From an optimization exercise on the open Yosys and OpenROAD flow, aimed at small area, a short achievable clock period and few clock cycles per item; shortcuts taken in it are not production practice.
Only simulation tests tie the RTL to the original design; equivalence was not proved.
Power figures rest on the tool's default switching activity, not on a simulated workload.

Design bfp_compress, start of the top module:
module bfp_compress (
    input  wire        clk,
    input  wire        rst,          
    input  wire        in_valid,
    output wire        in_ready,
    input  wire [1:0]  in_fmt,       
    input  wire [23:0] in_i,
    input  wire [23:0] in_q,
    output wire        out_valid,
    input  wire        out_ready,
    output wire [7:0]  out_data,
    output wire        out_last
);
    localparam integer N = 11;       
    localparam [1:0] ST_IDLE = 2'd0, ST_A = 2'd1, ST_B = 2'd2;
    reg        rdy_r;
    reg [1:0]  st;
    reg [23:0] r0_i, r0_q;
    reg [1:0]  fmt_in;
    reg [3:0]  icnt;
    reg        r0_first, r0_last;
    reg [3:0]  s_cur;
    reg        sat_i, sat_q;
    wire take = in_valid & rdy_r;
    function [15:0] nofit;
        input [23:0] x;
        input [4:0]  b;
        integer s, j;
        reg w, o, a, xb;
        begin
            nofit = 16'd0;
            for (s = 0; s <= 15; s = s + 1) begin
                w = 1'b1; o = 1'b0; a = 1'b1; xb = 1'b0;
                for (j = 0; j <= 22; j = j + 1) begin
                    if (s == 0) begin
                        if (j >= b - 1) begin
                            o = o | x[j];
                            a = a & x[j];
                        end
                    end else begin
                        if (j >= s - 1 && j <= b + s - 2)
                            w = w & x[j];
                        if (j >= b - 1 + s)
                            o = o | x[j];
                        if (j >= b + s)
                            a = a & x[j];
                        if (j == b - 1 + s)
                            xb = x[j];
                    end
                end
                if (b - 1 + s == 23)
                    xb = x[23];
                if (s + b <= 24) begin
                    if (s == 0)
                        nofit[s] = x[23] ? ~a : o;
                    else if (x[23])
                        nofit[s] = ~a | (~xb & ~w);
                    else
                        nofit[s] = o | w;
                end
            end
        end
    endfunction
    wire [15:0] nf_i = (fmt_in == 2'd2) ? nofit(r0_i, 5'd12) : nofit(r0_i, 5'd9);
  ...
Size in the first run: about 500 flip-flops, about 23000 um^2 of cells after synthesis.
clock: 12.5 ns
lec_check: 0
cap_margin: 20
core_margin: 2
core_utilization: 60
place_density: 0.7
slew_margin: 20
standard.sh (not shown) runs the stock make flow with config.mk's settings and CLKGATE_MAP_FILE= SYNTH_SCRIPT=/design/flow/synth_recipe.tcl, a recipe that flattens the netlist after the stock synthesis.
==> flow/flow/run.sh <==
#!/bin/bash
# Standard ORFS layout (bash standard.sh) with these changes:
#  - port buffers are buf_1 cells (the timing repair upsizes the ones on
#    critical paths) instead of the resizer's default choice
#  - clock tree without dummy loads, with larger sink clusters
#  - repair_timing aims at a setup slack of 8.93 ns
# make's output goes to make_finish.log; ORFS keeps per-step logs under orfs/logs.
set -euo pipefail
export BUFFER_PORTS_ARGS="-buffer_cell sky130_fd_sc_hd__buf_1"
export CTS_ARGS="-sink_clustering_enable -repair_clock_nets -dont_use_dummy_load -sink_clustering_size 20 -sink_clustering_max_diameter 100 -buf_list {sky130_fd_sc_hd__clkbuf_8}"
export SETUP_SLACK_MARGIN=8.93
bash standard.sh > make_finish.log 2>&1
Testbench counts at the start, summed over its fixed seeds: cycles 17,443, blocks 480.
Edit:
--- a/flow/flow/run.sh
+++ b/flow/flow/run.sh
@@ -6 +6 @@
-#  - repair_timing aims at a setup slack of 8.93 ns
+#  - repair_timing aims at a setup slack of 9.0 ns
@@ -10,2 +10,2 @@
-export CTS_ARGS="-sink_clustering_enable -repair_clock_nets -dont_use_dummy_load -sink_clustering_size 20 -sink_clustering_max_diameter 100 -buf_list {sky130_fd_sc_hd__clkbuf_8}"
-export SETUP_SLACK_MARGIN=8.93
+export CTS_ARGS="-sink_clustering_enable -repair_clock_nets -dont_use_dummy_load -sink_clustering_size 25 -sink_clustering_max_diameter 100 -buf_list {sky130_fd_sc_hd__clkbuf_8 sky130_fd_sc_hd__clkbuf_16}"
+export SETUP_SLACK_MARGIN=9.0
- CORE_UTILIZATION: 60 -> 70
- PLACE_DENSITY: 0.7 -> 0.8
Result:
- The changed run ran to the end with no violations
- final area went up by 1.0%
- clock skew went down by 0.038 ns
- total power went up by 7.7%
- sequential cell count does not change
- count of clock-buffer cells in the layout went down by 4
- combinational power went up by 9.4%
Edit:
--- a/flow/flow/run.sh
+++ b/flow/flow/run.sh
@@ -6 +6 @@
-#  - repair_timing aims at a setup slack of 9.0 ns
+#  - repair_timing aims at a setup slack of 8.93 ns
@@ -10,2 +10,2 @@
-export CTS_ARGS="-sink_clustering_enable -repair_clock_nets -dont_use_dummy_load -sink_clustering_size 25 -sink_clustering_max_diameter 100 -buf_list {sky130_fd_sc_hd__clkbuf_8 sky130_fd_sc_hd__clkbuf_16}"
-export SETUP_SLACK_MARGIN=9.0
+export CTS_ARGS="-sink_clustering_enable -repair_clock_nets -dont_use_dummy_load -sink_clustering_size 20 -sink_clustering_max_diameter 80 -buf_list {sky130_fd_sc_hd__clkbuf_8 sky130_fd_sc_hd__clkbuf_16}"
+export SETUP_SLACK_MARGIN=8.93
- CORE_UTILIZATION: 70 -> 60
- PLACE_DENSITY: 0.8 -> 0.7
Effect: The new run passed the timing, design-rule and antenna checks. Worst hold slack gets worse by 0.059 ns. Cell area climbs by 0.63%. Global-route usage came out lower by 9.7 points. Non-clock buffer count went down by 4.
Edit:
--- a/flow/flow/run.sh
+++ b/flow/flow/run.sh
@@ -10 +10 @@
-export CTS_ARGS="-sink_clustering_enable -repair_clock_nets -dont_use_dummy_load -sink_clustering_size 20 -sink_clustering_max_diameter 80 -buf_list {sky130_fd_sc_hd__clkbuf_8 sky130_fd_sc_hd__clkbuf_16}"
+export CTS_ARGS="-sink_clustering_enable -repair_clock_nets -dont_use_dummy_load -sink_clustering_size 25 -sink_clustering_max_diameter 100 -buf_list {sky130_fd_sc_hd__clkbuf_8 sky130_fd_sc_hd__clkbuf_16}"
- ABC_AREA: not set -> 1
Worst setup slack gets worse by 0.012 ns.
Maximum frequency fell slightly.
Die area stays flat.
Register-to-register slack loses 0.06 ns.
Design area goes down slightly.
First-iteration DRC count increases by well over a third.
Core utilization falls by 0.43 points.
Routed wire length went up by a quarter to a third.
Flip-flop and latch count is unchanged.

[what the ideal ports hide]
No port has a modelled driver above. Below, the same layouts with a new extraction and two added sets of constraints.
Step 1: set_driving_cell puts a clkbuf_16 on clk and a buf_2 on each other input, an assumption about the parent block.
Step 2 moves the port delays by t, midway between the first and last clock arrival at a register: inputs arrive t later, outputs are due t later. That takes back most of the time a late clock gives input paths.
Three values: ideal, step 1, step 2; two values: the first two.
run | t, ns | setup slack, ns | worst hold slack (ns)
the first run | 0.655 | 8.825 / 8.771 / 8.558 | 0.322 / 0.322 / 0.322
the second run | 0.605 | 8.947 / 8.892 / 8.483 | 0.390 / 0.390 / 0.390
the third run | 0.629 | 8.896 / 8.836 / 8.527 | 0.331 / 0.331 / 0.331
the fourth run | 0.615 | 8.883 / 8.827 / 8.655 | 0.375 / 0.375 / 0.375
After both steps every run listed still meets setup and hold. The setup slack of the second run, which loses most, moves by -0.055 ns with the drivers and by -0.464 ns with both steps.
